What follows belongs to an exercise in optimizing a design on an open flow for small area; a production flow would make more cautious choices. Where RTL was checked, it was by simulation tests only, not by an equivalence proof against the original. Function not checked in run 9: the RTL went through the layout flow alone. Power and IR drop assume default switching activity.

**flow/flow/run.sh**
```bash
#!/bin/bash
# The standard layout, with the smallest buffer on each input and output port
# instead of the delay cell buffer_ports picks by default.
set -euo pipefail
bash standard.sh BUFFER_PORTS_ARGS="-buffer_cell sky130_fd_sc_hd__buf_1" finish > standard_make.log 2>&1
```
**flow/standard.sh**
```bash
#!/bin/bash
# synth_recipe.tcl (not shown) runs the flow's synth.tcl, then flattens the netlist and writes it again
# the make line also repeats each setting of config.mk as NAME=value (left out here)
make -C /OpenROAD-flow-scripts/flow DESIGN_CONFIG=/design/flow/config.mk WORK_HOME=/design/flow/orfs CLKGATE_MAP_FILE= SYNTH_SCRIPT=/design/flow/synth_recipe.tcl "${@:-finish}"
```
**flow/config.mk**
```make
export PLATFORM = sky130hd
export DESIGN_NAME = tense_check
export DESIGN_NICKNAME = tense_check
export VERILOG_FILES = /design/flow/design.v
export SDC_FILE = /design/flow/constraint.sdc
export NUM_CORES = 4
export LEC_CHECK = 0
export ABC_AREA = 1
export CAP_MARGIN = 20
export CORE_MARGIN = 2
export CORE_UTILIZATION = 40
export SLEW_MARGIN = 20
```
**flow/constraint.sdc**
```tcl
create_clock -name core_clock -period 15.0 [get_ports {clk}]
set_input_delay 3.0000 -clock core_clock [delete_from_list [all_inputs] [get_ports {clk}]]
set_output_delay 3.0000 -clock core_clock [all_outputs]
set_load 0.01 [all_outputs]
```
**flow/design.v**
```verilog
module tense_edges_ok (
    input  wire        s16,
    input  wire [63:0] item0,
    input  wire [63:0] item1,
    input  wire [63:0] item2,
    input  wire [63:0] item3,
    input  wire [63:0] item4,
    input  wire [63:0] item5,
    output wire        base_bad,
    output wire [3:0]  u_bad
);
    localparam LMIN = 1;    
    wire [31:0] period    = item0[31:0];
    wire        rz        = item0[33:32] != 2'b00;
    wire [31:0] data      = item1[63:32];
    wire [31:0] drv_on    = item1[31:0];
    wire [31:0] drv_off   = item2[63:32];
    wire [31:0] ret       = item2[31:0];
    wire [31:0] stb_close = item3[63:32];
    wire [31:0] stb_open  = item3[31:0];
    wire [31:0] udef [0:3];
    assign udef[0] = item4[31:0];
    assign udef[1] = item4[63:32];
    assign udef[2] = item5[31:0];
    assign udef[3] = item5[63:32];
    function automatic cy32(input [31:0] a, input [31:0] b, input ci);
        integer i;
        reg c;
        begin
            c = ci;
            for (i = 0; i < 32; i = i + 1)
                c = (a[i] & b[i]) | (c & (a[i] | b[i]));
            cy32 = c;
        end
    endfunction
    function automatic cy24(input [23:0] a, input [23:0] b);
        integer i;
        reg c;
        begin
            c = 1'b0;
            for (i = 0; i < 24; i = i + 1)
                c = (a[i] & b[i]) | (c & (a[i] | b[i]));
            cy24 = c;
        end
    endfunction
    function automatic [24:0] sub24(input [23:0] a, input [23:0] b);
        integer i;
        reg c;
        reg [23:0] r;
        begin
            c = 1'b1;
            for (i = 0; i < 24; i = i + 1) begin
                r[i] = a[i] ^ ~b[i] ^ c;
                c = (a[i] & ~b[i]) | (c & (a[i] | ~b[i]));
            end
            sub24 = {c, r};
        end
    endfunction
    function automatic [10:0] sub11(input [10:0] a, input [10:0] b);
        integer i;
        reg c;
        reg [10:0] r;
        begin
            c = 1'b1;
            for (i = 0; i < 11; i = i + 1) begin
                r[i] = a[i] ^ ~b[i] ^ c;
                c = (a[i] & ~b[i]) | (c & (a[i] | ~b[i]));
            end
            sub11 = r;
        end
    endfunction
    function automatic [3:0] dflags(input [10:0] d);
        reg z, p1, m1;
        begin
            z  = d == 11'd0;
            p1 = d == 11'd1;
            m1 = d == 11'h7FF;
            dflags = {d[10] | z | p1, d[10] | z, d[10], d[10] & ~m1};
        end
    endfunction
    wire r1 = (|period[31:12]) || (period[11] && !s16);
    wire [31:0] cs_t = stb_open ^ period ^ ~stb_close;
    wire [32:0] cs_u = {(stb_open & period) | (stb_open & ~stb_close) | (period & ~stb_close), 1'b0};
    wire win_ok = cs_u[32] | cy32(cs_t, cs_u[31:0], 1'b0);
    wire inv = cy32(data, ~drv_on, 1'b1) && (!rz || cy32(ret, ~data, 1'b0)) &&
               cy32(stb_close, ~stb_open, 1'b1) && win_ok;
    wire [31:0] x  = rz ? ret : data;
    wire [24:0] lx = sub24(x[23:0], period[23:0]);
    wire [24:0] lf = sub24(drv_off[23:0], period[23:0]);
    wire [24:0] ls = sub24(stb_open[23:0], {period[21:0], 2'b00});
    wire [3:0] fx = dflags(sub11({3'b000, x[31:24]},        {3'b000, period[31:24]}));
    wire [3:0] ff = dflags(sub11({3'b000, drv_off[31:24]},  {3'b000, period[31:24]}));
    wire [3:0] fs = dflags(sub11({3'b000, stb_open[31:24]}, {1'b0, period[31:22]}));
    wire [31:0] m;
    generate
        if (LMIN) begin : g_min
            wire [31:0] m1 = cy32(drv_on, ~drv_off, 1'b1) ? drv_off : drv_on;
            assign m = cy32(m1, ~stb_open, 1'b1) ? stb_open : m1;
        end else begin : g_nomin
            assign m = 32'd0;
        end
    endgenerate
    function automatic up_ok(input [3:0] f, input c, input ck, input s23);
        begin
            case ({s23, c, ck})
                3'b100:         up_ok = f[3];
                3'b101, 3'b110,
                3'b000:         up_ok = f[2];
                3'b111, 3'b001,
                3'b010:         up_ok = f[1];
                default:        up_ok = f[0];
            endcase
        end
    endfunction
    wire up0 = (lx[24] ? fx[1] : fx[2]) && (lf[24] ? ff[1] : ff[2]) && (ls[24] ? fs[1] : fs[2]);
    assign base_bad = !(r1 && inv && up0);
    genvar k;
    generate
        for (k = 0; k < 4; k = k + 1) begin : g_u
            wire [23:0] su  = udef[k][23:0];
            wire        s23 = udef[k][23];
            wire def_ok = udef[k][31:28] <= 4'hB && udef[k][27:24] == 4'h0;
            wire hi = up_ok(fx, lx[24], cy24(lx[23:0], su), s23) &&
                      up_ok(ff, lf[24], cy24(lf[23:0], su), s23) &&
                      up_ok(fs, ls[24], cy24(ls[23:0], su), s23);
            wire lo;
            if (LMIN) begin : g_lo1
                assign lo = ~s23 | (|m[31:24]) | cy24(m[23:0], su);
            end else begin : g_lo3
                assign lo = ~s23 | (((|drv_on[31:24])   | cy24(drv_on[23:0], su)) &
                                    ((|drv_off[31:24])  | cy24(drv_off[23:0], su)) &
                                    ((|stb_open[31:24]) | cy24(stb_open[23:0], su)));
            end
            assign u_bad[k] = !(def_ok && inv && lo && hi);
        end
    endgenerate
endmodule
module tense_check (
    input  wire        clk,
    input  wire        rst,         
    input  wire        in_valid,
    input  wire        s16,         
    input  wire [63:0] item0,
    input  wire [63:0] item1,
    input  wire [63:0] item2,
    input  wire [63:0] item3,
    input  wire [63:0] item4,
    input  wire [63:0] item5,
    output reg         out_valid,
    output wire        tense_valid,
    output reg         base_bad,
    output reg  [3:0]  u_bad
);
    wire base_bad_c;
    wire [3:0] u_bad_c;
    tense_edges_ok u_chk (
        .s16(s16), .item0(item0), .item1(item1), .item2(item2),
        .item3(item3), .item4(item4), .item5(item5),
        .base_bad(base_bad_c), .u_bad(u_bad_c)
    );
    reg       v_q;
    reg       bb_q;
    reg [3:0] ub_q;
    always @(posedge clk) begin
        if (rst) begin
            v_q       <= 1'b0;
            out_valid <= 1'b0;
        end else begin
            v_q       <= in_valid;
            out_valid <= v_q;
        end
        bb_q     <= base_bad_c;
        ub_q     <= u_bad_c;
        base_bad <= bb_q;
        u_bad    <= ub_q;
    end
    assign tense_valid = !base_bad && (u_bad == 4'b0000);
endmodule
```
==> results_dict.tcl, run 1 <==
set metrics [dict create \
    antenna_left 0 \
    finalHoldViolCount 0 \
    finalWirelength_mm 58.23 \
    netlist_instances 2016 \
    fp.dieH_microns 178.4 \
    cts_hold_buffers 0 \
    drt_iter0_drc 1765 \
    critPathCaptureType "flip-flop" \
    avgRoutedWirePerCell_microns 21.10 \
    yosys_warnings 2 \
    ys_types 47 \
    insertion_delay_ns 0.24 \
    worstPathRequired_ns 15.10 \
    vdd_drop_max_uv 55.53 \
    multi_input_area_sq_um 10060 \
    fillers 3390 \
    met1_usage_pct 48.13 \
    busiest_layer "met2" \
    core_sq_um 29800 \
    yosysSeqAreaShare_pct 1.974 \
    initial_utilization_pct 40.85 \
    crit_fanout 8 \
    numPortBuffers 356 \
    vias 16620 \
    die_x_microns 178.4 \
    finalClockSkew_ns 0.001642 \
    crit_slowest_cell "a2111oi_0" \
    grtUsageMet2_pct 60.96 \
    clkTransAtPathRegs_ns 0.04 \
    place_hpwl_mm 50.74 \
    area_delta_synth_final_pct 15.28 \
    fmax_mhz 68.42 \
    leakagePower_uw 0.006424 \
    report.final.slew_viol_count 0 \
    final_nets 2871 \
    cts_resized 0 \
    max_cap_violations 0 \
    row_count 63 \
    clock-sinks 12 \
    route.detailed.drc 0 \
    yosys.cell_count.top_type "nand2_1" \
    synth.largest_area_cell "fa_1" \
    syn_nets 2531 \
    hold_path.class "flip-flop to flip-flop" \
    cpMostUsedCell "fa_1" \
    rsz0062_at_grt "false" \
    crit_type "primary input to flip-flop" \
    netlist_area_sq_um 12170 \
    yosysTopAreaCellShare_pct 19.57 \
    place_congestion 1.030 \
    avgSynthCellArea_sq_um 6.038 \
    tritoncts "yes" \
    ioPinCount 395 \
    setup_viol 0 \
    grt_use_total_pct 35.65 \
    arrival_ns 14.71 \
    clock_path_buffers 2 \
    final-seq-area_sq_um 240.2 \
    finalSetupTns_ns 0 \
    slowest_delay_ns 0.64 \
    ys_async_sr_fraction_pct 0 \
    dieArea_sq_um 31840 \
    ys_ff_latch 12 \
    first_pass_iters 5 \
    grt_start_max_net_pins 61 \
    worstMarginPinSlew_ns 0.8094 \
    start_kind "primary input" \
    grt_overflow 0 \
    p_total_uw 929.4 \
    use_met3_pct 3.964 \
    ys.flop_type "dfxtp_1" \
    antenna_found_initial 17 \
    cts_root_buffer "clkbuf_16" \
    slew_headroom_pct 45.47 \
    grt_pass1_vias 15550 \
    postCtsSetupBuffers 0 \
    synth_edf_count 0 \
    period_minus_slack_ns 14.62 \
    synthTopCellsByCount "nand2_1, inv_1, o21ai_0" \
    pwr_density_cell_nw_per_um2 66.24 \
    htreeDepth 1 \
    vias_per_cell 6.022 \
    synth.area.top_cells "fa_1, nand2_1, inv_1" \
    status "no timing/DRC/antenna violations" \
    grt_pass1_wl_mm 87.64 \
    numCtsBuffers 3 \
    drive_above_1_share_pct 2.378 \
    min_period_over_period_pct 97.44 \
]
==> layout make-up <==
type	count	area share (%)
timing repair buffer	358	9.631
tap	390	3.478
sequential	12	1.712
clock buffer	4	0.6331
multi-input combinational	1510	71.70
antenna	14	0.2497
inverter	471	12.60
==> final timing paths <==
kind                  start        end  slack (ns)  depth (start not counted)
setup / recovery  item0[33]    ub_q[1]        0.38                         37
hold reg to reg     ub_q[3]   u_bad[3]        0.32                          0
hold / removal      ub_q[3]   u_bad[3]        0.32                          0
setup reg to reg        v_q  out_valid       14.54                          2
==> per-layer routing <==
metal / vias up / routed length (microns)
li1: 7777 / -
met1: 7824 / 24480
met2: 918 / 27200
met3: 86 / 5171
met4: 10 / 1317
met5: - / 61
==> critical path, delay by kind of cell <==
kind                     cells  cell delay [ns]
AND/OR/NAND/NOR              3             0.66
buffers and inverters        4             0.37
AO/OA/AOI/OAI                6             1.37
adder cells (fa/ha/maj)     24             9.29
==> kinds of logic after synthesis <==
family          synth area share (%)
simple gates                   25.03
compound gates                 36.92
buf+inv                        15.44
fa+ha+maj                      20.56
flops                          1.974
xor+xnor                     0.07197
==> through the flow <==
step	instance area (sq um)	utilization (%)	hold WS [ns]	cells	worst slack [ns]
finish	14030	47.09	0.3218	2759	0.3837
global route	14020	47.05	0.3254	2754	0.05485
CTS	14000	46.97	0.3219	2745	0.5060
detailed placement	13910	46.67	0.3121	2741	0.2636
global placement	13910	46.67	0.3114	2741	0.3918
floorplan	12170	-	0.3096	2016	1.181
==> sequential cells by signal, indices dropped and copies added, names as in the netlist <==
| signal | cells |
|---|---|
| bb_q | 1 |
| ub_q | 4 |
| v_q | 1 |
| u_bad | 4 |
| out_valid | 1 |
| base_bad | 1 |
==> report_power, final <==
group	internal (uW)	total, uW	switching, uW
Sequential	32.6	32.8	0.152
Clock	40.1	52.6	12.6
Combinational	297	844	547
Total	370	929	560
==> cell usage in the layout, fill, tap and decap left out, types with 38 or more instances in the layout <==
master / count
o22ai_1: 140
buf_1: 356
nor2_1: 38
fa_1: 119
nand2_1: 471
nand3_1: 116
a21oi_1: 56
o221ai_1: 181
inv_1: 465
o21ai_0: 223
==> run 2, diff against run 1 <==
==> flow/run.sh (new file) <==
#!/bin/bash
# synth_recipe.tcl (not shown) runs the flow's synth.tcl, then flattens the netlist and writes it again
# the make line also repeats each setting of config.mk as NAME=value (left out here)
make -C /OpenROAD-flow-scripts/flow DESIGN_CONFIG=/design/flow/config.mk WORK_HOME=/design/flow/orfs CLKGATE_MAP_FILE= SYNTH_SCRIPT=/design/flow/synth_recipe.tcl finish
removed: flow/flow/run.sh
removed: flow/standard.sh
==> results_dict.tcl, run 2 <==
set metrics [dict create \
    numCtsBuffers 3 \
    netlist_instances 2016 \
    synth.area.top_cells "fa_1, nand2_1, inv_1" \
    worstMarginPinSlew_ns 0.9139 \
    worstPathRequired_ns 15.13 \
    yosysTopAreaCellShare_pct 19.57 \
    grt_overflow 0 \
    setup_viol 0 \
    place_congestion 1.086 \
    yosys_warnings 2 \
    mostFrequentLayoutCell "nand2_1" \
    fmax_mhz 68.76 \
    fp.dieH_microns 178.4 \
    netlist_area_sq_um 12170 \
    whs_path_depth 0 \
    grt_start_max_net_pins 61 \
    finalClockSkew_ns 0.004098 \
    core_sq_um 29800 \
    clock_path_buffers 2 \
    ys_types 47 \
    leakagePower_uw 0.007418 \
    finalHoldViolCount 0 \
    synthTopCellsByCount "nand2_1, inv_1, o21ai_0" \
    clock-sinks 12 \
    cpMostUsedCell "fa_1" \
    vias_per_cell 6.165 \
    ys.flop_type "dfxtp_1" \
    synth.largest_area_cell "fa_1" \
    row_count 63 \
    grt_pass1_wl_mm 90.59 \
    avgRoutedWirePerCell_microns 21.54 \
    antenna_found_initial 15 \
    place_hpwl_mm 51.40 \
    worstRegToRegCells 2 \
    arrival_ns 14.68 \
    report.final.slew_viol_count 0 \
    finalWirelength_mm 59.42 \
    dieArea_sq_um 31840 \
    max_cap_violations 0 \
    status "no timing/DRC/antenna violations" \
    fin_util_pct 54.68 \
    route.detailed.drc 0 \
    rsz0062_at_grt "false" \
    synth_edf_count 0 \
    htreeDepth 1 \
    cts_root_buffer "clkbuf_16" \
    yosys.cell_count.top_type "nand2_1" \
    numPortBuffers 356 \
    antenna_left 0 \
    syn_nets 2531 \
    critPathCaptureType "flip-flop" \
    vdd_drop_max_uv 51.59 \
    initial_utilization_pct 40.85 \
    first_pass_iters 6 \
    ys_ff_latch 12 \
    ys_async_sr_fraction_pct 0 \
    pwr_density_cell_nw_per_um2 61.31 \
    insertion_delay_ns 0.24 \
    cts_hold_buffers 0 \
    crit_type "primary input to flip-flop" \
    slowest_delay_ns 0.62 \
    crit_fanout 4 \
    yosysSeqAreaShare_pct 1.974 \
    hold_path.class "flip-flop to flip-flop" \
    area_delta_synth_final_pct 33.86 \
    grt_use_total_pct 36.60 \
    grt_pass1_vias 16400 \
    top_regs "u_bad x4, ub_q x4" \
    vias 17010 \
    slew_headroom_pct 38.43 \
    drive_above_1_share_pct 2.671 \
    finalSetupTns_ns 0 \
    avgSynthCellArea_sq_um 6.038 \
    ioPinCount 395 \
    drt_iter0_drc 2064 \
    start_kind "primary input" \
    clkTransAtPathRegs_ns 0.04 \
    final_nets 2875 \
    most-common-layout-cells "nand2_1, inv_1, clkdlybuf4s50_1" \
    crit_slowest_cell "fa_2" \
    period_minus_slack_ns 14.54 \
    min_period_over_period_pct 96.96 \
    die_x_microns 178.4 \
    tritoncts "yes" \
]
==> run 2: kinds of logic (layout without fill, tap and decap cells) <==
group,after synthesis,count (layout),synth area share [%]
AND/OR/NAND/NOR,700,700,25.03
AO/OA/AOI/OAI,680,680,36.92
buffers and inverters,494,837,15.44
adder cells (fa/ha/maj),129,129,20.56
flip-flops,12,12,1.974
XOR/XNOR,1,1,0.07197
other,0,10,0
==> run 2: final cells by class <==
class	instances	area (sq um)
clock buffer	4	88.84
multi-input combinational	1510	10070
sequential	12	240.2
inverter	471	1768
antenna	10	25.02
tap	390	488.0
timing repair buffer	362	3612
fill	3003	13500
==> run 2: worst max-delay path, delay by kind of cell <==
kind | cells | cell delay (ns)
adders and majority gates | 24 | 9.31
AOI/OAI and AO/OA | 6 | 0.95
buffers and inverters | 5 | 0.86
and+or+nand+nor | 3 | 0.56
==> run 2: through the flow <==
step | hold WS [ns] | setup WS [ns] | power (uW) | instance area, sq um | std cells
after floorplan | 0.3096 | 1.181 | 584.6 | 12170 | 2016
after global placement | 0.3122 | 0.2323 | 906.1 | 16160 | 2744
after detailed placement | 0.3121 | 0.09168 | 911.9 | 16160 | 2744
after CTS | 0.3206 | 0.3434 | 969.1 | 16250 | 2748
after global routing | 0.3281 | 0.06189 | 1084 | 16290 | 2756
final | 0.3185 | 0.4558 | 999.0 | 16290 | 2759
==> run 2: path summary, 6_finish.rpt <==
check                            endpoint      start  slack [ns]
worst max-delay path              ub_q[1]  item0[32]        0.46
worst min-delay path             u_bad[3]    ub_q[3]        0.32
worst max register to register  out_valid        v_q       14.53
worst min register to register   u_bad[3]    ub_q[3]        0.32
==> run 2: routing by layer <==
metal  GRT usage (%)  wire, microns
met5               0             60
met4           13.69           2535
met3           5.179           6053
met2           60.79          26890
met1           48.11          23880
==> run 2: report_power, final <==
group,total [uW],switching (uW),internal [uW]
Clock,53.7,13.5,40.2
Combinational,913,553,360
Sequential,32.8,0.189,32.6
Total,999,567,432
==> run 2: timing repair <==
item | CTS | global route
resized for setup | 0 | 6
buffers inserted | 0 | 1
endpoints found under the setup margin | 0 | 2
==> run 3, diff against run 2 <==
==> flow/flow/run.sh (new file) <==
#!/bin/bash
# The standard layout (standard.sh), with two changes:
#  - synthesis maps with flow/abc_map.script, an area-oriented ABC script
#    (everything else in synth_recipe.tcl, the standard synthesis, is kept);
#  - buffer_ports puts the smallest buffer on each input and output port
#    instead of the delay-cell buffer it picks by default.
set -euo pipefail
W=$PWD
cat > $W/own_synth.tcl <<EOT
proc abc {args} {
  set i [lsearch -exact \$args -script]
  if {\$i >= 0} { set args [lreplace \$args \$i [expr {\$i + 1}] -script $W/flow/abc_map.script] }
  yosys abc {*}\$args
}
source $W/synth_recipe.tcl
EOT
bash standard.sh SYNTH_SCRIPT=$W/own_synth.tcl \
  BUFFER_PORTS_ARGS="-buffer_cell sky130_fd_sc_hd__buf_1" finish > standard_make.log 2>&1
==> flow/flow/abc_map.script (new file) <==
strash
dch
map -D 7000
topo
stime -c
==> flow/standard.sh (new file) <==
#!/bin/bash
# synth_recipe.tcl (not shown) runs the flow's synth.tcl, then flattens the netlist and writes it again
# the make line also repeats each setting of config.mk as NAME=value (left out here)
make -C /OpenROAD-flow-scripts/flow DESIGN_CONFIG=/design/flow/config.mk WORK_HOME=/design/flow/orfs CLKGATE_MAP_FILE= SYNTH_SCRIPT=/design/flow/synth_recipe.tcl "${@:-finish}"
removed: flow/run.sh
==> results_dict.tcl, run 3 <==
set metrics [dict create \
    place_congestion 1.035 \
    ys_async_sr_fraction_pct 0 \
    cts_root_buffer "clkbuf_16" \
    numCtsBuffers 3 \
    synthTopCellsByCount "clkinv_1, nand3_1, o21ai_0" \
    netlist_area_sq_um 11910 \
    slew_headroom_pct 25.33 \
    fp.dieH_microns 176.5 \
    finalWirelength_mm 61.71 \
    grt_use_total_pct 38.62 \
    yosys_warnings 2 \
    design_area_sq_um 13950 \
    ys.flop_type "dfxtp_1" \
    status "no timing/DRC/antenna violations" \
    worstMarginPinSlew_ns 1.117 \
    finalSetupTns_ns 0 \
    avgSynthCellArea_sq_um 6.253 \
    slowest_delay_ns 0.52 \
    ioPinCount 395 \
    insertion_delay_ns 0.24 \
    synth.largest_area_cell "fa_1" \
    rrSetupSlack_ns 14.50 \
    arrival_ns 14.63 \
    rsz0062_at_grt "false" \
    min_period_over_period_pct 96.79 \
    first_pass_iters 6 \
    vdd_drop_max_uv 31.67 \
    grt_pass1_vias 16320 \
    mostFrequentLayoutCell "clkinv_1" \
    tritoncts "yes" \
    place_hpwl_mm 52.84 \
    vias 17430 \
    grt_pass1_wl_mm 93.69 \
    power.switching_uw 596.4 \
    drt-met1-wl_mm 23.92 \
    clkTransAtPathRegs_ns 0.04 \
    vias_per_cell 6.524 \
    crit_fanout 19 \
    worstPathRequired_ns 15.11 \
    yosys.cell_count.top_type "clkinv_1" \
    top_regs "u_bad x4, ub_q x4" \
    finalHoldViolCount 0 \
    wl_met2_mm 28.24 \
    clock_path_buffers 2 \
    crit_slowest_cell "fa_1" \
    die_x_microns 176.5 \
    initial_utilization_pct 40.38 \
    ys_ff_latch 12 \
    syn_nets 2419 \
    numPortBuffers 356 \
    start_kind "primary input" \
    htreeDepth 1 \
    dieArea_sq_um 31160 \
    place_area_sq_um 13830 \
    clock-sinks 12 \
    cpMostUsedCell "fa_1" \
    area_delta_synth_final_pct 17.14 \
    p_int_uw 379.7 \
    fmax_mhz 68.88 \
    drt_iter0_drc 2290 \
    row_count 63 \
    switching_share_pct 61.10 \
    top_layer "met5" \
    pwr_density_cell_nw_per_um2 69.99 \
    hold_path.class "flip-flop to flip-flop" \
    antenna_found_initial 13 \
    grt_overflow 0 \
    pwr-share-clk_pct 5.5 \
    route.detailed.drc 0 \
    netlist_instances 1904 \
    crit_type "primary input to flip-flop" \
    yosysTopAreaCellShare_pct 20.01 \
    cts_hold_buffers 0 \
    report.final.slew_viol_count 0 \
    most-common-layout-cells "clkinv_1, buf_1, nand3_1" \
    period_minus_slack_ns 14.52 \
    core_sq_um 29480 \
    synth.area.top_cells "fa_1, nand3_1, clkinv_1" \
    antenna_left 0 \
    ys_types 35 \
    critPathCaptureType "flip-flop" \
    grt_start_max_net_pins 46 \
    p_comb_share_pct 91.1 \
    yosysSeqAreaShare_pct 2.018 \
    leakagePower_uw 0.004566 \
    max_cap_violations 0 \
    finalClockSkew_ns 0.0007203 \
    drive_above_1_share_pct 1.232 \
    setup_viol 0 \
    avgRoutedWirePerCell_microns 23.09 \
    power_frac_seq_pct 3.4 \
    final_nets 2788 \
    synth_edf_count 0 \
    wl_met3_mm 6.257 \
]
-- run 3: metrics by stage --
step | std cells | util (%) | total power, uW | setup WS, ns | hold slack, ns
after floorplan | 1904 | - | 594.9 | 0.4088 | 0.3096
final | 2672 | 47.31 | 976.1 | 0.4821 | 0.3249
after global routing | 2668 | 47.27 | 1061 | 0.04946 | 0.3390
after global placement | 2658 | 46.90 | 885.6 | 0.4789 | 0.3156
after CTS | 2662 | 47.20 | 948.3 | 0.5585 | 0.3264
after detailed placement | 2658 | 46.90 | 889.6 | 0.3785 | 0.3153
-- run 3: critical path, delay by kind of cell --
| kind | cells | cell delay (ns) |
|---|---|---|
| AOI/OAI and AO/OA | 6 | 1.24 |
| adders and majority gates | 24 | 9.32 |
| buffers and inverters | 5 | 0.62 |
| and+or+nand+nor | 5 | 0.43 |
-- run 3: area by class of cell --
type                       instances  area [sq um]
antenna                           10         25.02
fill                            3285         15530
clock buffer                       4         88.84
inverter                         367          1378
multi-input combinational       1525         10330
timing repair buffer             364          1396
tap                              390         488.0
sequential                        12         240.2
-- run 3: cells by family (layout without fill, tap and decap cells) --
logic type	after synthesis	after routing	share of synthesized area, %
AND/OR/NAND/NOR	670	670	25.77
buffers and inverters	367	735	11.57
flip-flops	12	12	2.018
AO/OA/AOI/OAI	725	725	39.54
adder cells (fa/ha/maj)	130	130	21.10
other	0	10	0
-- run 3: per-layer routing --
layer	GRT usage (%)	vias up
met2	63.98	1174
met3	6.503	202
li1	-	7966
met1	48.98	8084
met4	17.94	6
met5	0	-
-- run 3: timing repair --
item | CTS | global route
gates resized for setup | 0 | 1
setup endpoints to repair | 0 | 1
hold endpoints to repair | 0 | 0
setup buffers | 0 | 0
-- run 3: worst paths after layout --
path               endpoint  depth (start not counted)      start
setup / recovery    ub_q[2]                         40  item0[33]
hold / removal     u_bad[2]                          0    ub_q[2]
setup reg to reg  out_valid                          2        v_q
hold reg to reg    u_bad[2]                          0    ub_q[2]
-- run 3: power by group through the flow --
stage | logic [uW] | clock network [uW] | registers, uW
floorplan | 561 | 0 | 33.4
global placement | 852 | 0 | 33.3
detailed placement | 856 | 0 | 33.3
CTS | 861 | 54.6 | 32.7
global route | 971 | 56.9 | 32.8
finish | 889 | 54.0 | 32.7
==> run 4, diff against run 3 <==
==> flow/flow/abc_map.script (replaced) <==
strash
dch
map -D 9000
topo
stime -c
==> results_dict.tcl, run 4 <==
set metrics [dict create \
    clock_path_buffers 2 \
    synth_edf_count 0 \
    pwr_density_cell_nw_per_um2 69.30 \
    area_delta_synth_final_pct 17.98 \
    report.final.slew_viol_count 0 \
    leakagePower_uw 0.004472 \
    yosys.cell_count.top_type "clkinv_1" \
    vdd_drop_max_uv 57.58 \
    most-common-layout-cells "clkinv_1, buf_1, nand2_1" \
    row_count 61 \
    finalHoldViolCount 0 \
    ys_async_sr_fraction_pct 0 \
    initial_utilization_pct 40.76 \
    fin_cells 2583 \
    clock-sinks 12 \
    synth.area.top_cells "fa_1, clkinv_1, nand2_1" \
    worstPathRequired_ns 15.09 \
    fin_util_pct 48.08 \
    finalSetupTns_ns 0 \
    route.detailed.drc 0 \
    finalWirelength_mm 56.23 \
    yosysTopAreaCellShare_pct 20.93 \
    ioPinCount 395 \
    yosys_warnings 2 \
    vias_per_cell 6.156 \
    arrival_ns 14.48 \
    clkTransAtPathRegs_ns 0.04 \
    place_congestion 1.036 \
    syn_nets 2343 \
    synthSimpleGateAreaFrac_pct 22.06 \
    avgRoutedWirePerCell_microns 21.77 \
    drt_iter0_drc 1889 \
    crit_fanout 5 \
    ys_types 34 \
    netlist_instances 1828 \
    synth_adder_area_share_pct 22.07 \
    crit_type "primary input to flip-flop" \
    slowest_delay_ns 0.61 \
    critPathCaptureType "flip-flop" \
    dp_cells 2569 \
    synth_top_family_by_area "compound AO/OA/AOI/OAI gates" \
    fp.dieH_microns 172.7 \
    period_minus_slack_ns 14.39 \
    hold_path.class "flip-flop to flip-flop" \
    grt_pass1_vias 15120 \
    synth_mux_area_share_pct 0 \
    max_cap_violations 0 \
    final_nets 2715 \
    first_pass_iters 6 \
    tritoncts "yes" \
    grt_pass1_wl_mm 85.99 \
    insertion_delay_ns 0.23 \
    grt_use_total_pct 36.13 \
    die_x_microns 172.7 \
    crit_slowest_cell "fa_1" \
    yosysSeqAreaShare_pct 2.110 \
    htreeDepth 1 \
    rsz0062_at_grt "false" \
    numCtsBuffers 3 \
    cpMostUsedCell "fa_1" \
    start_kind "primary input" \
    synth_compound_area_share_pct 42.03 \
    place_ws_ns 0.4897 \
    dieArea_sq_um 29830 \
    drive_above_1_share_pct 2.228 \
    vias 15900 \
    synthTopCellsByCount "clkinv_1, nand2_1, o21ai_0" \
    worst_slack_ns 0.6099 \
    finalClockSkew_ns 0.0003133 \
    avgSynthCellArea_sq_um 6.228 \
    ys.flop_type "dfxtp_1" \
    worstMarginPinSlew_ns 1.023 \
    ys_ff_latch 12 \
    grt_overflow 0 \
    min_period_over_period_pct 95.93 \
    top_regs "u_bad x4, ub_q x4" \
    antenna_found_initial 11 \
    place_hpwl_mm 48.32 \
    core_sq_um 27930 \
    setup_viol 0 \
    fmax_mhz 69.49 \
    grt_start_max_net_pins 44 \
    antenna_left 0 \
    status "no timing/DRC/antenna violations" \
    cp_top_family "adder cells" \
    yosys.area_share.xor_xnor_pct 0 \
    path_buf_inv 4 \
    slew_headroom_pct 31.05 \
    netlist_area_sq_um 11380 \
    synth.largest_area_cell "fa_1" \
    cts_hold_buffers 0 \
    cts_root_buffer "clkbuf_16" \
    numPortBuffers 356 \
]
-- run 4: cell count changes after synthesis, sizes merged, moves of 9 or more --
cell	change
nand2	+151
clkinv	-11
nor2	+9
or2	+14
o21ai	-11
nand3	-246
-- run 4: metal layers --
layer / track usage, % / vias to the layer above / part of all wire [%]
li1: - / 7495 / -
met1: 47.64 / 7294 / 41
met2: 60.24 / 959 / 46
met3: 4.661 / 144 / 8.6
met4: 14.02 / 10 / 4.3
met5: 0 / - / 0.12
-- run 4: report_power, final --
| group | leakage, uW | switching (uW) | internal [uW] | total [uW] |
|---|---|---|---|---|
| sequential | 0.0000976 | 0.180 | 32.6 | 32.8 |
| combinational | 0.00433 | 544 | 302 | 846 |
| clock | 0.0000442 | 12.3 | 40.1 | 52.4 |
-- run 4: logic make-up (layout without fill, tap and decap cells) --
family,after synthesis,count (layout)
flops,12,12
fa+ha+maj,130,130
compound gates,734,734
buf+inv,356,726
simple gates,596,597
other cells,0,6
-- run 4: metrics by stage --
stage / power [uW] / hold slack [ns] / cell area (sq um)
2_1_floorplan: 571.4 / 0.3096 / 11390
3_3_place_gp: 844.5 / 0.3103 / 13250
3_5_place_dp: 846.5 / 0.3132 / 13250
4_1_cts: 904.3 / 0.3231 / 13340
5_1_grt: 1019 / 0.3359 / 13420
6_report: 930.8 / 0.3208 / 13430
-- run 4: cell type report --
class | instances | area, sq um
tap | 378 | 473.0
multi-input combinational | 1461 | 9854
inverter | 356 | 1336
clock buffer | 4 | 88.84
sequential | 12 | 240.2
timing repair buffer | 366 | 1424
antenna | 6 | 15.01
fill | 3144 | 14500
-- run 4: worst paths after layout --
check,from,end,slack (ns),cells past startpoint
worst min-delay path,bb_q,base_bad,0.32,0
worst min register to register,bb_q,base_bad,0.32,0
worst max register to register,v_q,out_valid,14.52,2
worst max-delay path,item0[0],ub_q[0],0.61,37
-- run 4: repair_timing --
| item | CTS | global route |
|---|---|---|
| endpoints found under the setup margin | 0 | 4 |
| hold endpoints to repair | 0 | 0 |
| setup buffers | 0 | 3 |
| gates resized for setup | 0 | 11 |
-- run 4: worst reg2reg max path, stage by stage (launching register included) --
cell and delay [ns]:
dfxtp_1 0.31, clkinv_1 0.05, nor2_1 0.06
==> run 5, diff against run 4 <==
==> flow/flow/abc_map.script (replaced) <==
&get -n
&st
&syn2
&dch
&nf -R 1000 -p
&put
topo
==> results_dict.tcl, run 5 <==
set metrics [dict create \
    max_cap_violations 0 \
    htreeDepth 1 \
    p_total_uw 899.5 \
    die_x_microns 165.4 \
    ioPinCount 395 \
    grt_use_total_pct 32.59 \
    clkTransAtPathRegs_ns 0.04 \
    arrival_ns 23.61 \
    finalHoldViolCount 0 \
    netlist_area_sq_um 10420 \
    yosys_warnings 2 \
    so_faults "setup timing" \
    tritoncts "yes" \
    ys_async_sr_fraction_pct 0 \
    slew_headroom_pct 33.08 \
    yosysSeqAreaShare_pct 2.306 \
    syn_nets 1831 \
    start_kind "primary input" \
    yosysTopAreaCellShare_pct 22.87 \
    ys.flop_type "dfxtp_1" \
    route.detailed.drc 0 \
    finalClockSkew_ns 0.003621 \
    grt_pass1_vias 12440 \
    avgRoutedWirePerCell_microns 21.67 \
    numPortBuffers 356 \
    worstPathRequired_ns 15.18 \
    top_regs "u_bad x4, ub_q x4" \
    path_buf_inv 2 \
    avgSynthCellArea_sq_um 7.915 \
    clock_path_buffers 2 \
    min_period_over_period_pct 156.2 \
    drt_iter0_drc 1313 \
    vias 13350 \
    mostFrequentLayoutCell "buf_1" \
    drive_above_1_share_pct 16.78 \
    fin_util_pct 53.04 \
    area_delta_synth_final_pct 31.56 \
    setup_viol 4 \
    dieArea_sq_um 27350 \
    worst_slack_ns -8.437 \
    clock-sinks 12 \
    final_nets 2328 \
    crit_type "primary input to flip-flop" \
    antenna_left 0 \
    fin_cells 2151 \
    vias_per_cell 6.208 \
    antenna_found_initial 6 \
    dp_cells 2141 \
    place_congestion 0.9971 \
    initial_utilization_pct 40.31 \
    period_minus_slack_ns 23.44 \
    status "complete, but fails checks" \
    cpMostUsedCell "maj3_2" \
    fmax_mhz 42.67 \
    numCtsBuffers 3 \
    leakagePower_uw 0.004547 \
    netlist_instances 1316 \
    cts_root_buffer "clkbuf_16" \
    row_count 59 \
    pwr_density_cell_nw_per_um2 65.64 \
    crit_slowest_cell "maj3_4" \
    worstMarginPinSlew_ns 0.9785 \
    synthTopCellsByCount "maj3_1, a21oi_1, clkinv_1" \
    core_sq_um 25840 \
    first_pass_iters 9 \
    crit_fanout 6 \
    grt_pass1_wl_mm 69.32 \
    place_hpwl_mm 40.08 \
    critPathCaptureType "flip-flop" \
    insertion_delay_ns 0.24 \
    synth.largest_area_cell "fa_1" \
    rsz0062_at_grt "true" \
    slowest_delay_ns 0.41 \
    grt_overflow 0 \
    synth_edf_count 0 \
    most-common-layout-cells "buf_1, clkinv_1, buf_4" \
    ys_types 51 \
    finalWirelength_mm 46.60 \
    ys_ff_latch 12 \
    cp_top_family "adder cells" \
    yosys.cell_count.top_type "maj3_1" \
    cts_hold_buffers 0 \
    hold_path.class "flip-flop to flip-flop" \
    fp.dieH_microns 165.4 \
    synth.area.top_cells "fa_1, maj3_1, o22ai_1" \
    vdd_drop_max_uv 58.25 \
    report.final.slew_viol_count 0 \
    grt_start_max_net_pins 35 \
]
run 5: final cells by class:
class                      instances  area [sq um]
tap                              335         419.2
clock buffer                       4         88.84
inverter                         140         538.0
fill                            2642         12130
sequential                        12         240.2
timing repair buffer             492          2382
multi-input combinational       1164         10020
antenna                            4         10.01
run 5: final timing paths:
path | from | end | slack [ns] | cells past startpoint
hold / removal | bb_q | base_bad | 0.33 | 0
setup / recovery | item2[33] | ub_q[2] | -8.44 | 89
hold reg to reg | bb_q | base_bad | 0.33 | 0
setup reg to reg | v_q | out_valid | 14.49 | 1
run 5: kinds of logic after synthesis:
group                      count (synthesis)  synth area share, %
xor gates and xnor gates                   5               0.4204
AOI/OAI and AO/OA                        592                36.68
DFF                                       12                2.306
and+or+nand+nor                          209                9.502
buffers and inverters                    140                5.045
muxes                                     40                3.856
adders and majority gates                318                42.19
run 5: stage by stage:
step	instance area (sq um)	TNS [ns]	hold slack, ns	setup WS (ns)
floorplan	10600	-30.99	0.3096	-8.093
global placement	13370	-34.05	0.3109	-8.638
detailed placement	13370	-34.84	0.3233	-8.837
CTS	13590	-32.47	0.3329	-8.457
global route	13690	-35.16	0.3373	-9.149
finish	13700	-32.35	0.3295	-8.437
run 5: routing by layer:
metal | global-route usage [%] | wire length (microns) | vias up
met5 | 0 | 38 | -
met4 | 10.46 | 1822 | 6
met3 | 4.246 | 3741 | 110
met2 | 53.39 | 21480 | 688
met1 | 44.59 | 19520 | 6354
li1 | - | - | 6196
run 5: where the power goes:
group	switching (uW)	internal, uW
clock network	13.2	40.2
logic	460	354
registers	0.140	32.5
total	473	426
run 5: repair_timing:
item / 4_1_cts / 5_1_grt
gates cloned: 0 / 0
endpoints found under the setup margin: 5 / 5
gates resized for setup: 39 / 41
setup buffers: 3 / 1
pin swaps: 83 / 79
==> run 6, diff against run 5 <==
==> flow/flow/abc_map.script (replaced) <==
&get -n
&st
&syn2
&dch
&nf -p
&put
topo
--- a/flow/config.mk
+++ b/flow/config.mk
@@ -9,4 +9,5 @@
 export CAP_MARGIN = 20
 export CORE_MARGIN = 2
 export CORE_UTILIZATION = 40
+export GPL_TIMING_DRIVEN = 0
 export SLEW_MARGIN = 20
==> results_dict.tcl, run 6 <==
set metrics [dict create \
    numPortBuffers 356 \
    synth.largest_area_cell "fa_1" \
    clock_path_buffers 2 \
    yosysTopAreaCellShare_pct 22.52 \
    r2r-start "v_q" \
    avgSynthCellArea_sq_um 7.466 \
    crit_type "primary input to flip-flop" \
    ioPinCount 395 \
    drt_iter0_drc 1364 \
    grt_pass1_wl_mm 73.15 \
    clock-sinks 12 \
    yosys_warnings 2 \
    vias_per_cell 6.437 \
    grt_use_total_pct 33.00 \
    leakagePower_uw 0.004007 \
    p_comb_share_pct 90.4 \
    fillers 2814 \
    start_kind "primary input" \
    rrSetupSlack_ns 14.50 \
    numCtsBuffers 3 \
    pwr_density_cell_nw_per_um2 68.56 \
    netlist_area_sq_um 10580 \
    cts_hold_buffers 0 \
    worstPathRequired_ns 15.15 \
    slowest_delay_ns 0.39 \
    ys_ff_latch 12 \
    netlist_instances 1417 \
    report.final.slew_viol_count 0 \
    synthTopCellsByCount "a21oi_1, o22ai_1, clkinv_1" \
    ys.flop_type "dfxtp_1" \
    clkTransAtPathRegs_ns 0.04 \
    place_hpwl_mm 40.43 \
    power.switching_uw 491.6 \
    place_ws_ns -0.7835 \
    ys_async_sr_fraction_pct 0 \
    area_delta_synth_final_pct 21.58 \
    finalWirelength_mm 48.82 \
    finalClockSkew_ns 0.0007149 \
    finalHoldViolCount 0 \
    htreeDepth 1 \
    whs_endpoint "u_bad[0]" \
    power_frac_seq_pct 3.7 \
    whs_path_depth 0 \
    period_minus_slack_ns 14.66 \
    place_area_sq_um 12430 \
    die_x_microns 166.6 \
    yosys.cell_count.top_type "a21oi_1" \
    antenna_found_initial 17 \
    final_nets 2310 \
    place_congestion 0.9706 \
    yosysSeqAreaShare_pct 2.271 \
    grt_pass1_vias 12950 \
    crit_slowest_cell "maj3_1" \
    mostFrequentLayoutCell "buf_1" \
    syn_nets 1932 \
    antenna_left 0 \
    slew_headroom_pct 20.24 \
    min_period_over_period_pct 97.71 \
    pwr-share-clk_pct 5.9 \
    worstMarginPinSlew_ns 1.188 \
    max_cap_violations 0 \
    ys_types 58 \
    grt_overflow 0 \
    fmax_mhz 68.23 \
    avgRoutedWirePerCell_microns 22.83 \
    fp.dieH_microns 166.6 \
    core_sq_um 25980 \
    setup_viol 0 \
    tritoncts "yes" \
    critPathCaptureType "flip-flop" \
    dieArea_sq_um 27760 \
    row_count 59 \
    worstRegToRegCells 1 \
    insertion_delay_ns 0.23 \
    grt_start_max_net_pins 36 \
    cpMostUsedCell "maj3_1" \
    cts_root_buffer "clkbuf_16" \
    reg2reg_to "out_valid" \
    synth_edf_count 0 \
    vias 13760 \
    min_from "ub_q[0]" \
    worst_slack_ns 0.3435 \
    vdd_drop_max_uv 78.72 \
    arrival_ns 14.81 \
    synth.area.top_cells "fa_1, o22ai_1, maj3_1" \
    status "no timing/DRC/antenna violations" \
    route.detailed.drc 0 \
    design_area_sq_um 12860 \
    switching_share_pct 55.74 \
    p_int_uw 390.3 \
    initial_utilization_pct 40.71 \
    drive_above_1_share_pct 4.236 \
    top_regs "u_bad x4, ub_q x4" \
    crit_fanout 5 \
    hold_path.class "flip-flop to flip-flop" \
    most-common-layout-cells "buf_1, a21oi_1, o22ai_1" \
    first_pass_iters 6 \
]
-- run 6: changes by cell type in the layout (fill, tap and decap cells not counted), moves of 29 or more --
cell     before  now
o22ai_1     119  148
a21oi_1     124  155
o21ai_0      94  124
buf_4       133   12
maj3_2      115   15
nor2_1       66  105
-- run 6: logic make-up after synthesis --
family	after synthesis	share of synthesized area [%]
flip-flops	12	2.271
multiplexers	17	1.644
AO/OA/AOI/OAI	753	46.84
AND/OR/NAND/NOR	281	12.48
adder cells (fa/ha/maj)	215	31.79
buffers and inverters	138	4.897
XOR/XNOR	1	0.08281
-- run 6: layout make-up --
type	instances	area, sq um	area share [%]
sequential	12	240.2	1.868
inverter	138	518.0	4.027
clock buffer	4	88.84	0.6907
antenna	9	22.52	0.1751
tap	335	419.2	3.259
timing repair buffer	370	1504	11.69
multi-input combinational	1270	10070	78.29
-- run 6: layer usage --
layer / share of wire, % / vias to the layer above / routed length, microns / track usage [%]
li1: - / 6441 / - / -
met1: 42 / 6542 / 20500 / 44.67
met2: 46 / 676 / 22460 / 53.41
met3: 8.6 / 89 / 4185 / 6.060
met4: 3.2 / 14 / 1585 / 10.53
met5: 0.18 / - / 90 / 0
-- run 6: worst max-delay path by stage --
stage	from	to	slack, ns	cells after the start
CTS	item1[2]	ub_q[0]	0.02	57
global route	item1[1]	ub_q[0]	-0.02	58
global placement	item2[32]	ub_q[0]	-3.34	56
detailed placement	item3[1]	ub_q[2]	-0.78	37
floorplan	item0[33]	ub_q[3]	0.24	37
finish	item2[0]	ub_q[2]	0.34	37
-- run 6: per-stage QoR --
step	std cells	setup TNS (ns)	util [%]	hold slack, ns	total power [uW]
2_1_floorplan	1417	0	-	0.3096	534.3
3_3_place_gp	2108	-12.65	47.48	0.3100	770.9
3_5_place_dp	2111	-3.406	47.82	0.3132	782.2
4_1_cts	2118	0	48.44	0.3230	845.4
5_1_grt	2132	-0.02177	49.44	0.3266	957.2
6_report	2138	0	49.50	0.3208	881.8
-- run 6: repair_timing --
item                                    4_1_cts  5_1_grt
endpoints found under the setup margin        5        5
cloned                                        2        1
pin swaps                                     4       20
gates resized for setup                      17       52
setup buffers                                 1       10
-- run 6: power groups by stage --
stage / Combinational, uW / Clock [uW] / Sequential (uW)
after floorplan: 501 / 0 / 33.3
after CTS: 759 / 53.5 / 32.6
after detailed placement: 749 / 0 / 33.2
after global routing: 869 / 55.3 / 32.6
final: 797 / 52.4 / 32.6
after global placement: 738 / 0 / 33.2
-- run 6: critical path: cells and delay by family --
kind | cells | cell delay, ns
AOI/OAI and AO/OA | 1 | 0.08
adders and majority gates | 31 | 11.06
and+or+nand+nor | 4 | 0.56
buffers and inverters | 1 | 0.09
==> run 7, diff against run 6 <==
--- a/flow/config.mk
+++ b/flow/config.mk
@@ -9,5 +9,4 @@
 export CAP_MARGIN = 20
 export CORE_MARGIN = 2
 export CORE_UTILIZATION = 40
-export GPL_TIMING_DRIVEN = 0
 export SLEW_MARGIN = 20
==> results_dict.tcl, run 7 <==
set metrics [dict create \
    drive_above_1_share_pct 3.704 \
    report.final.slew_viol_count 0 \
    place_hpwl_mm 40.74 \
    numPortBuffers 356 \
    grt_use_total_pct 32.73 \
    setup_viol 0 \
    synth.largest_area_cell "fa_1" \
    final_nets 2326 \
    multi_input_area_sq_um 9941 \
    path_buf_inv 3 \
    worst_slack_ns 0.3649 \
    min_from "bb_q" \
    first_pass_iters 6 \
    netlist_area_sq_um 10580 \
    worstMarginPinSlew_ns 0.9233 \
    design_area_sq_um 12810 \
    vdd_drop_max_uv 86.37 \
    synth.area.top_cells "fa_1, o22ai_1, maj3_1" \
    final-seq-area_sq_um 240.2 \
    finalWirelength_mm 47.98 \
    finalClockSkew_ns 0.0001611 \
    r2r-start "v_q" \
    clkTransAtPathRegs_ns 0.04 \
    drt_iter0_drc 1583 \
    row_count 59 \
    place_congestion 1.012 \
    status "no timing/DRC/antenna violations" \
    worstPathRequired_ns 15.18 \
    cts_root_buffer "clkbuf_16" \
    finalSetupTns_ns 0 \
    place_area_sq_um 12570 \
    avgRoutedWirePerCell_microns 22.32 \
    max_cap_violations 0 \
    rrSetupSlack_ns 14.50 \
    slew_headroom_pct 37.88 \
    core_sq_um 25980 \
    crit_slowest_cell "maj3_1" \
    pwr_density_cell_nw_per_um2 68.31 \
    yosys_warnings 2 \
    cpMostUsedCell "maj3_1" \
    antenna_found_initial 11 \
    ys_ff_latch 12 \
    slowest_delay_ns 0.38 \
    worstRegToRegCells 1 \
    grt_start_max_net_pins 35 \
    ioPinCount 395 \
    crit_type "primary input to flip-flop" \
    period_minus_slack_ns 14.64 \
    die_x_microns 166.6 \
    fillers 2750 \
    hold_path.class "flip-flop to flip-flop" \
    most-common-layout-cells "buf_1, a21oi_1, o22ai_1" \
    synth_edf_count 0 \
    yosysSeqAreaShare_pct 2.271 \
    insertion_delay_ns 0.23 \
    whs_endpoint "base_bad" \
    cp_top_family "adder cells" \
    vias_per_cell 6.470 \
    vias 13910 \
    synthTopCellsByCount "a21oi_1, o22ai_1, clkinv_1" \
    dieArea_sq_um 27760 \
    whs_path_depth 0 \
    reg2reg_to "out_valid" \
    fmax_mhz 68.33 \
    avgSynthCellArea_sq_um 7.466 \
    leakagePower_uw 0.004053 \
    clock-sinks 12 \
    critPathCaptureType "flip-flop" \
    yosysTopAreaCellShare_pct 22.52 \
    finalHoldViolCount 0 \
    yosys.cell_count.top_type "a21oi_1" \
    numCtsBuffers 3 \
    ys_types 58 \
    crit_fanout 3 \
    syn_nets 1932 \
    netlist_instances 1417 \
    fp.dieH_microns 166.6 \
    ys.flop_type "dfxtp_1" \
    start_kind "primary input" \
    tritoncts "yes" \
    grt_pass1_vias 13080 \
    antenna_left 0 \
    place_ws_ns -0.4351 \
    mostFrequentLayoutCell "buf_1" \
    top_regs "u_bad x4, ub_q x4" \
    arrival_ns 14.81 \
    ys_async_sr_fraction_pct 0 \
    area_delta_synth_final_pct 21.11 \
    clock_path_buffers 2 \
    initial_utilization_pct 40.71 \
    min_period_over_period_pct 97.57 \
    htreeDepth 1 \
    route.detailed.drc 0 \
    grt_pass1_wl_mm 73.28 \
    grt_overflow 0 \
    cts_hold_buffers 0 \
]
-- run 7: layout make-up --
class                   count  area share, %
diodes                      5        0.09766
clock buffers               3         0.5859
inverters                 138          4.043
multi-input cells        1267          77.59
flip-flops and latches     12          1.875
well taps                 335          3.271
repair buffers            389          12.54
-- run 7: power by group --
part | switching, uW | internal [uW] | total, uW
clock | 12.0 | 34.5 | 46.5
sequential | 0.124 | 32.5 | 32.7
combinational | 477 | 319 | 796
total | 489 | 386 | 875
-- run 7: what timing repair did --
action                     4_1_cts  5_1_grt
resized for setup                7       28
setup buffers                    0        5
setup endpoints to repair        5        5
pin swaps                        1        2
-- run 7: layer usage --
layer / track usage (%) / vias to the layer above / wire length [microns]
met1: 44.20 / 6639 / 19970
met5: 0 / - / 83
met4: 9.333 / 12 / 1646
met2: 53.92 / 696 / 22250
met3: 5.656 / 100 / 4031
li1: - / 6458 / -
-- run 7: kinds of logic (layout without fill, tap and decap cells) --
family | count (synthesis) | in the layout | synth area share, %
compound gates | 753 | 753 | 46.84
simple gates | 281 | 281 | 12.48
fa+ha+maj | 215 | 215 | 31.79
buf+inv | 138 | 530 | 4.897
mux | 17 | 17 | 1.644
flops | 12 | 12 | 2.271
xor+xnor | 1 | 1 | 0.08281
other cells | 0 | 5 | 0
-- run 7: worst max-delay path by stage --
stage	startpoint	to	slack, ns	cells past startpoint
final	item3[1]	ub_q[1]	0.36	38
after global routing	item1[1]	ub_q[1]	-0.0001	58
after CTS	item2[0]	ub_q[1]	0.02	38
after global placement	item2[0]	ub_q[1]	-0.37	38
after floorplan	item0[33]	ub_q[3]	0.24	37
after detailed placement	item2[0]	ub_q[1]	-0.44	38
-- run 7: through the flow --
stage,power [uW],utilization (%),hold slack (ns),instances
finish,875.3,49.31,0.3209,2149
global route,951.0,49.29,0.3271,2147
CTS,847.1,48.74,0.3229,2139
detailed placement,794.7,48.36,0.3136,2136
global placement,785.8,48.36,0.3113,2136
floorplan,534.3,-,0.3096,1417
==> run 8, diff against run 7 <==
--- a/flow/config.mk
+++ b/flow/config.mk
@@ -9,4 +9,5 @@
 export CAP_MARGIN = 20
 export CORE_MARGIN = 2
 export CORE_UTILIZATION = 40
+export CTS_BUF_LIST = sky130_fd_sc_hd__clkbuf_2 sky130_fd_sc_hd__clkbuf_4
 export SLEW_MARGIN = 20
==> results_dict.tcl, run 8 <==
set metrics [dict create \
    status "no timing/DRC/antenna violations" \
    synth_top_family_by_area "compound AO/OA/AOI/OAI gates" \
    ys.flop_type "dfxtp_1" \
    htreeDepth 1 \
    min_period_over_period_pct 97.76 \
    synth_edf_count 0 \
    fp.dieH_microns 166.6 \
    worstMarginPinSlew_ns 0.9250 \
    synth_compound_area_share_pct 46.84 \
    whs_ns 0.3264 \
    grt_start_max_net_pins 35 \
    grt_use_total_pct 32.68 \
    rrSetupSlack_ns 14.49 \
    p_int_uw 360.1 \
    area_delta_synth_final_pct 20.59 \
    synthSimpleGateAreaFrac_pct 12.48 \
    vias 13860 \
    grt_overflow 0 \
    finalSetupTns_ns 0 \
    place_area_sq_um 12570 \
    route.detailed.drc 0 \
    power_frac_seq_pct 3.8 \
    ioPinCount 395 \
    netlist_instances 1417 \
    cts_root_buffer "clkbuf_4" \
    synth_mux_area_share_pct 1.644 \
    vias_per_cell 6.449 \
    report.final.slew_viol_count 0 \
    avgSynthCellArea_sq_um 7.466 \
    initial_utilization_pct 40.71 \
    die_x_microns 166.6 \
    antenna_found_initial 11 \
    ys_types 58 \
    worstPathRequired_ns 15.20 \
    most-common-layout-cells "buf_1, a21oi_1, o22ai_1" \
    avgRoutedWirePerCell_microns 22.25 \
    yosys_warnings 2 \
    design_area_sq_um 12760 \
    pwr_density_cell_nw_per_um2 66.26 \
    numPortBuffers 356 \
    p_total_uw 845.3 \
    crit_type "primary input to flip-flop" \
    place_congestion 1.012 \
    finalHoldViolCount 0 \
    dieArea_sq_um 27760 \
    antenna_left 0 \
    clock_path_buffers 2 \
    power.switching_uw 485.2 \
    finalClockSkew_ns 0.00007822 \
    ys_async_sr_fraction_pct 0 \
    cts_hold_buffers 0 \
    drive_above_1_share_pct 3.593 \
    slew_headroom_pct 37.76 \
    max_cap_violations 0 \
    top_regs "u_bad x4, ub_q x4" \
    crit_fanout 3 \
    drt_iter0_drc 1655 \
    yosys.cell_count.top_type "a21oi_1" \
    mostFrequentLayoutCell "buf_1" \
    synth.area.top_cells "fa_1, o22ai_1, maj3_1" \
    clkTransAtPathRegs_ns 0.06 \
    yosysSeqAreaShare_pct 2.271 \
    insertion_delay_ns 0.25 \
    synth.largest_area_cell "fa_1" \
    clock-sinks 12 \
    critPathCaptureType "flip-flop" \
    yosys.area_share.xor_xnor_pct 0.08279 \
    hold_path.class "flip-flop to flip-flop" \
    synthTopCellsByCount "a21oi_1, o22ai_1, clkinv_1" \
    ys_ff_latch 12 \
    finalWirelength_mm 47.82 \
    grt_pass1_wl_mm 73.20 \
    final_nets 2326 \
    switching_share_pct 57.40 \
    first_pass_iters 5 \
    fillers 2758 \
    tritoncts "yes" \
    crit_slowest_cell "maj3_1" \
    rsz0062_at_grt "false" \
    start_kind "primary input" \
    netlist_area_sq_um 10580 \
    cpMostUsedCell "maj3_1" \
    place_hpwl_mm 40.74 \
    arrival_ns 14.86 \
    vdd_drop_max_uv 46.59 \
    setup_viol 0 \
    slowest_delay_ns 0.38 \
    fmax_mhz 68.20 \
    synth_adder_area_share_pct 31.79 \
    p_comb_share_pct 94.1 \
    numCtsBuffers 3 \
    row_count 59 \
    yosysTopAreaCellShare_pct 22.52 \
    period_minus_slack_ns 14.66 \
    leakagePower_uw 0.004028 \
    grt_pass1_vias 13080 \
    core_sq_um 25980 \
    pwr-share-clk_pct 2.1 \
    syn_nets 1932 \
]
[run 8: layout make-up]
class | instances | area, sq um | area share (%)
Multi-Input combinational cell | 1267 | 9938 | 77.90
Timing Repair Buffer | 389 | 1607 | 12.59
Tap cell | 335 | 419.2 | 3.286
Clock buffer | 3 | 22.52 | 0.1765
Inverter | 138 | 518.0 | 4.060
Antenna cell | 5 | 12.51 | 0.09808
Sequential cell | 12 | 240.2 | 1.883
[run 8: cells by family after synthesis]
kind of cell    count (synthesis)
compound gates                753
simple gates                  281
fa+ha+maj                     215
buf+inv                       138
mux                            17
flops                          12
xor+xnor                        1
[run 8: metrics by stage]
step / worst slack [ns] / util [%] / cells
after global routing: 0.00007816 / 49.08 / 2147
final: 0.3362 / 49.09 / 2149
after CTS: 0.04985 / 48.54 / 2139
after global placement: -0.3712 / 48.36 / 2136
after detailed placement: -0.4351 / 48.36 / 2136
after floorplan: 0.2443 / - / 1417
[run 8: worst paths after layout]
path                     to  cells after the start     start
hold reg to reg    base_bad                      0      bb_q
setup / recovery    ub_q[1]                     38  item3[1]
hold / removal     base_bad                      0      bb_q
setup reg to reg  out_valid                      1       v_q
[run 8: what timing repair did]
action / CTS / global route
pin swaps: 1 / 2
endpoints found under the setup margin: 5 / 5
resized for setup: 7 / 26
setup buffers: 0 / 5
[run 8: worst max-delay path: cells and delay by family]
family | cells | cell delay [ns]
AOI/OAI and AO/OA | 3 | 0.35
buffers and inverters | 3 | 0.31
adders and majority gates | 30 | 10.92
and+or+nand+nor | 2 | 0.28
[run 8: metal layers]
layer	wire length (microns)	track usage, %	up-vias
li1	-	-	6467
met1	20070	44.19	6620
met2	22220	53.84	665
met3	3833	5.513	95
met4	1603	9.333	12
met5	83	0	-
[run 8: power by group through the flow]
| stage | Combinational (uW) | Sequential (uW) | Clock [uW] |
|---|---|---|---|
| after floorplan | 501 | 33.3 | 0 |
| after global placement | 753 | 33.2 | 0 |
| after detailed placement | 762 | 33.2 | 0 |
| after CTS | 767 | 32.5 | 18.6 |
| after global routing | 869 | 32.5 | 19.5 |
| final | 795 | 32.5 | 17.5 |
==> run 9, diff against run 8 <==
--- a/flow/design.v
+++ b/flow/design.v
@@ -87,9 +87,12 @@
     wire [31:0] x  = rz ? ret : data;
     wire [24:0] lx = sub24(x[23:0], period[23:0]);
     wire [24:0] lf = sub24(drv_off[23:0], period[23:0]);
+    wire        x_ge = cy32(x, ~drv_off, 1'b1);
+    wire [24:0] ly = x_ge ? lx : lf;
     wire [24:0] ls = sub24(stb_open[23:0], {period[21:0], 2'b00});
     wire [3:0] fx = dflags(sub11({3'b000, x[31:24]},        {3'b000, period[31:24]}));
     wire [3:0] ff = dflags(sub11({3'b000, drv_off[31:24]},  {3'b000, period[31:24]}));
+    wire [3:0] fy = x_ge ? fx : ff;
     wire [3:0] fs = dflags(sub11({3'b000, stb_open[31:24]}, {1'b0, period[31:22]}));
     wire [31:0] m;
     generate
@@ -112,7 +115,7 @@
             endcase
         end
     endfunction
-    wire up0 = (lx[24] ? fx[1] : fx[2]) && (lf[24] ? ff[1] : ff[2]) && (ls[24] ? fs[1] : fs[2]);
+    wire up0 = (ly[24] ? fy[1] : fy[2]) && (ls[24] ? fs[1] : fs[2]);
     assign base_bad = !(r1 && inv && up0);
     genvar k;
     generate
@@ -120,8 +123,7 @@
             wire [23:0] su  = udef[k][23:0];
             wire        s23 = udef[k][23];
             wire def_ok = udef[k][31:28] <= 4'hB && udef[k][27:24] == 4'h0;
-            wire hi = up_ok(fx, lx[24], cy24(lx[23:0], su), s23) &&
-                      up_ok(ff, lf[24], cy24(lf[23:0], su), s23) &&
+            wire hi = up_ok(fy, ly[24], cy24(ly[23:0], su), s23) &&
                       up_ok(fs, ls[24], cy24(ls[23:0], su), s23);
             wire lo;
             if (LMIN) begin : g_lo1
==> flow/flow/abc_map.script (replaced) <==
&get -n
&st
&syn2
&dch
&nf -R 1000 -p
&put
topo
--- a/flow/config.mk
+++ b/flow/config.mk
@@ -9,5 +9,4 @@
 export CAP_MARGIN = 20
 export CORE_MARGIN = 2
 export CORE_UTILIZATION = 40
-export CTS_BUF_LIST = sky130_fd_sc_hd__clkbuf_2 sky130_fd_sc_hd__clkbuf_4
 export SLEW_MARGIN = 20
==> results_dict.tcl, run 9 <==
set metrics [dict create \
    status "complete, but fails checks" \
    so_faults "setup timing" \
    synthTopCellsByCount "maj3_1, clkinv_1, fa_1" \
    fin_util_pct 54.88 \
    synth_mux_area_share_pct 7.538 \
    finalWirelength_mm 42.21 \
    synth.area.top_cells "fa_1, maj3_1, o22ai_1" \
    syn_nets 1771 \
    grt_pass1_vias 11990 \
    tritoncts "yes" \
    ys_ff_latch 12 \
    yosysSeqAreaShare_pct 2.380 \
    period_minus_slack_ns 18.46 \
    final_nets 2302 \
    ys_types 50 \
    power.switching_uw 443.9 \
    die_x_microns 162.8 \
    numCtsBuffers 3 \
    avgRoutedWirePerCell_microns 19.85 \
    vias 12420 \
    route.detailed.drc 0 \
    clock-sinks 12 \
    vias_per_cell 5.841 \
    area_delta_synth_final_pct 35.74 \
    setup_viol 4 \
    worstPathRequired_ns 15.17 \
    max_cap_violations 0 \
    fp.dieH_microns 162.8 \
    yosys_warnings 2 \
    place_congestion 0.9370 \
    p_int_uw 426.6 \
    switching_share_pct 50.99 \
    row_count 58 \
    worstMarginPinSlew_ns 1.093 \
    finalSetupTns_ns -12.04 \
    finalHoldViolCount 0 \
    synth_top_family_by_area "adder cells" \
    hold_path.class "flip-flop to flip-flop" \
    grt_use_total_pct 30.75 \
    drive_above_1_share_pct 17.13 \
    fillers 2502 \
    ioPinCount 395 \
    slew_headroom_pct 26.48 \
    antenna_left 0 \
    avgSynthCellArea_sq_um 8.035 \
    p_comb_share_pct 90.0 \
    ys_async_sr_fraction_pct 0 \
    ys.flop_type "dfxtp_1" \
    yosys.cell_count.top_type "maj3_1" \
    synth_compound_area_share_pct 32.04 \
    cts_root_buffer "clkbuf_16" \
    pwr-share-clk_pct 6.2 \
    grt_overflow 0 \
    drt_iter0_drc 1009 \
    start_kind "primary input" \
    report.final.slew_viol_count 0 \
    top_regs "u_bad x4, ub_q x4" \
    crit_fanout 8 \
    mostFrequentLayoutCell "buf_1" \
    clkTransAtPathRegs_ns 0.04 \
    core_sq_um 24960 \
    numPortBuffers 356 \
    yosys.area_share.xor_xnor_pct 0.08678 \
    cts_hold_buffers 0 \
    clock_path_buffers 2 \
    leakagePower_uw 0.004659 \
    crit_slowest_cell "maj3_2" \
    rsz0062_at_grt "true" \
    vdd_drop_max_uv 67.17 \
    place_hpwl_mm 37.03 \
    antenna_found_initial 16 \
    finalClockSkew_ns 0.004765 \
    synth_adder_area_share_pct 42.85 \
    grt_pass1_wl_mm 64.54 \
    min_period_over_period_pct 123.0 \
    initial_utilization_pct 40.43 \
    netlist_instances 1256 \
    dieArea_sq_um 26520 \
    htreeDepth 1 \
    yosysTopAreaCellShare_pct 23.61 \
    arrival_ns 18.63 \
    synth.largest_area_cell "fa_1" \
    first_pass_iters 5 \
    slowest_delay_ns 0.32 \
    fmax_mhz 54.19 \
    most-common-layout-cells "buf_1, buf_4, clkinv_1" \
    worst_slack_ns -3.455 \
    cpMostUsedCell "maj3_2" \
    pwr_density_cell_nw_per_um2 63.54 \
    crit_type "primary input to flip-flop" \
    grt_start_max_net_pins 37 \
    netlist_area_sq_um 10090 \
    power_frac_seq_pct 3.8 \
    synth_edf_count 0 \
    insertion_delay_ns 0.24 \
    synthSimpleGateAreaFrac_pct 9.645 \
    critPathCaptureType "flip-flop" \
]
[run 9: cell types whose count changed after synthesis, moves of 13 or more]
| cell | delta |
|---|---|
| o21ai_0 | -30 |
| nor2b_1 | -14 |
| maj3_1 | +96 |
| a22oi_1 | -34 |
| a22o_1 | -13 |
| o22ai_1 | -51 |
| mux2_1 | +21 |
| a21oi_1 | -49 |
| nor2_1 | -46 |
| mux2i_1 | +35 |
| a221oi_1 | -27 |
[run 9: cell type report]
type | count | area (sq um) | area share, %
Timing Repair Buffer | 526 | 2660 | 19.42
Clock buffer | 4 | 88.84 | 0.6485
Sequential cell | 12 | 240.2 | 1.754
Tap cell | 330 | 412.9 | 3.014
Inverter | 147 | 565.5 | 4.128
Antenna cell | 10 | 25.02 | 0.1827
Multi-Input combinational cell | 1097 | 9707 | 70.86
[run 9: per-stage QoR]
step | instance area [sq um] | hold slack [ns] | setup slack (ns) | instances | total power, uW
final | 13700 | 0.3213 | -3.455 | 2126 | 870.5
after floorplan | 10240 | 0.3096 | -3.408 | 1256 | 496.9
after global placement | 13240 | 0.3117 | -4.003 | 2104 | 765.6
after detailed placement | 13240 | 0.3121 | -4.163 | 2104 | 774.3
after CTS | 13560 | 0.3218 | -3.484 | 2115 | 852.2
after global routing | 13690 | 0.3269 | -4.204 | 2122 | 947.1
[run 9: worst paths after layout]
kind             start         to  slack, ns  cells past startpoint
max          item2[33]    ub_q[2]      -3.46                     91
min            ub_q[0]   u_bad[0]       0.32                      0
max reg2reg        v_q  out_valid      14.50                      1
min reg2reg    ub_q[0]   u_bad[0]       0.32                      0
[run 9: timing repair]
action                                  in CTS  in global routing
buffers inserted                             7                  1
pin swaps                                   62                 41
endpoints found under the setup margin       5                  5
endpoints found under the hold margin        0                  0
resized for setup                           58                 42
[run 9: routing by layer]
layer / GRT usage, % / wire length, microns
met2: 52.48 / 20270
met1: 40.59 / 17720
met4: 8.689 / 1208
met3: 4.304 / 2933
met5: 0 / 83
[run 9: cell families (layout without fill, tap and decap cells)]
logic type      after synthesis  count (layout)
compound gates              501             501
xor+xnor                      1               1
fa+ha+maj                   311             311
buf+inv                     147             677
flops                        12              12
mux                          73              73
other cells                   0              10
simple gates                211             211
[run 9: worst max-delay path: cells and delay by family]
family / cells / cell delay [ns]
AOI/OAI and AO/OA: 50 / 5.89
muxes: 1 / 0.26
buffers and inverters: 4 / 0.42
and+or+nand+nor: 9 / 0.82
adders and majority gates: 27 / 8.23
[run 9: power by group through the flow]
stage | clock network, uW | logic (uW) | registers [uW]
global placement | 0 | 732 | 33.5
global route | 56.3 | 858 | 33.0
detailed placement | 0 | 741 | 33.5
CTS | 54.7 | 764 | 33.0
finish | 54.0 | 784 | 33.0
floorplan | 0 | 463 | 33.7

separate check: timing with driven ports:
No port has a modelled driver above. Below, the same layouts with a new extraction and two added sets of constraints. Step 1, drivers: a clkbuf_16 drives clk and a buf_2 each remaining input, both assumed. Step 2 also shifts input and output timing later by t, the mid clock arrival at the registers, as if the neighbouring blocks saw the same clock. a / b / c = ideal / step 1 / step 2; a / b = the first two.
run | t (ns) | setup slack, ns | worst setup path at the end | slew at the worst register clock pin (ns) | pins driven straight from the clock port
run 1 | 0.263 | 0.384 / 0.391 / 0.129 | input to register | 0.04 / 0.04 | 1
run 2 | 0.271 | 0.456 / 0.458 / 0.187 | input to register | 0.04 / 0.04 | 1
run 3 | 0.265 | 0.482 / 0.477 / 0.213 | input to register | 0.04 / 0.04 | 1
run 4 | 0.260 | 0.610 / 0.614 / 0.354 | input to register | 0.04 / 0.04 | 1
run 5 | 0.264 | -8.437 / -8.461 / -8.725 | input to register | 0.04 / 0.04 | 1
run 6 | 0.258 | 0.343 / 0.347 / 0.090 | input to register | 0.04 / 0.04 | 1
run 7 | 0.259 | 0.365 / 0.368 / 0.109 | input to register | 0.04 / 0.04 | 1
run 8 | 0.272 | 0.336 / 0.332 / 0.060 | input to register | 0.06 / 0.06 | 1
run 9 | 0.263 | -3.455 / -3.482 / -3.745 | input to register | 0.04 / 0.04 | 1
For run 9, which loses most, drivers alone change the setup slack by -0.027 ns; drivers and shift together by -0.290 ns.
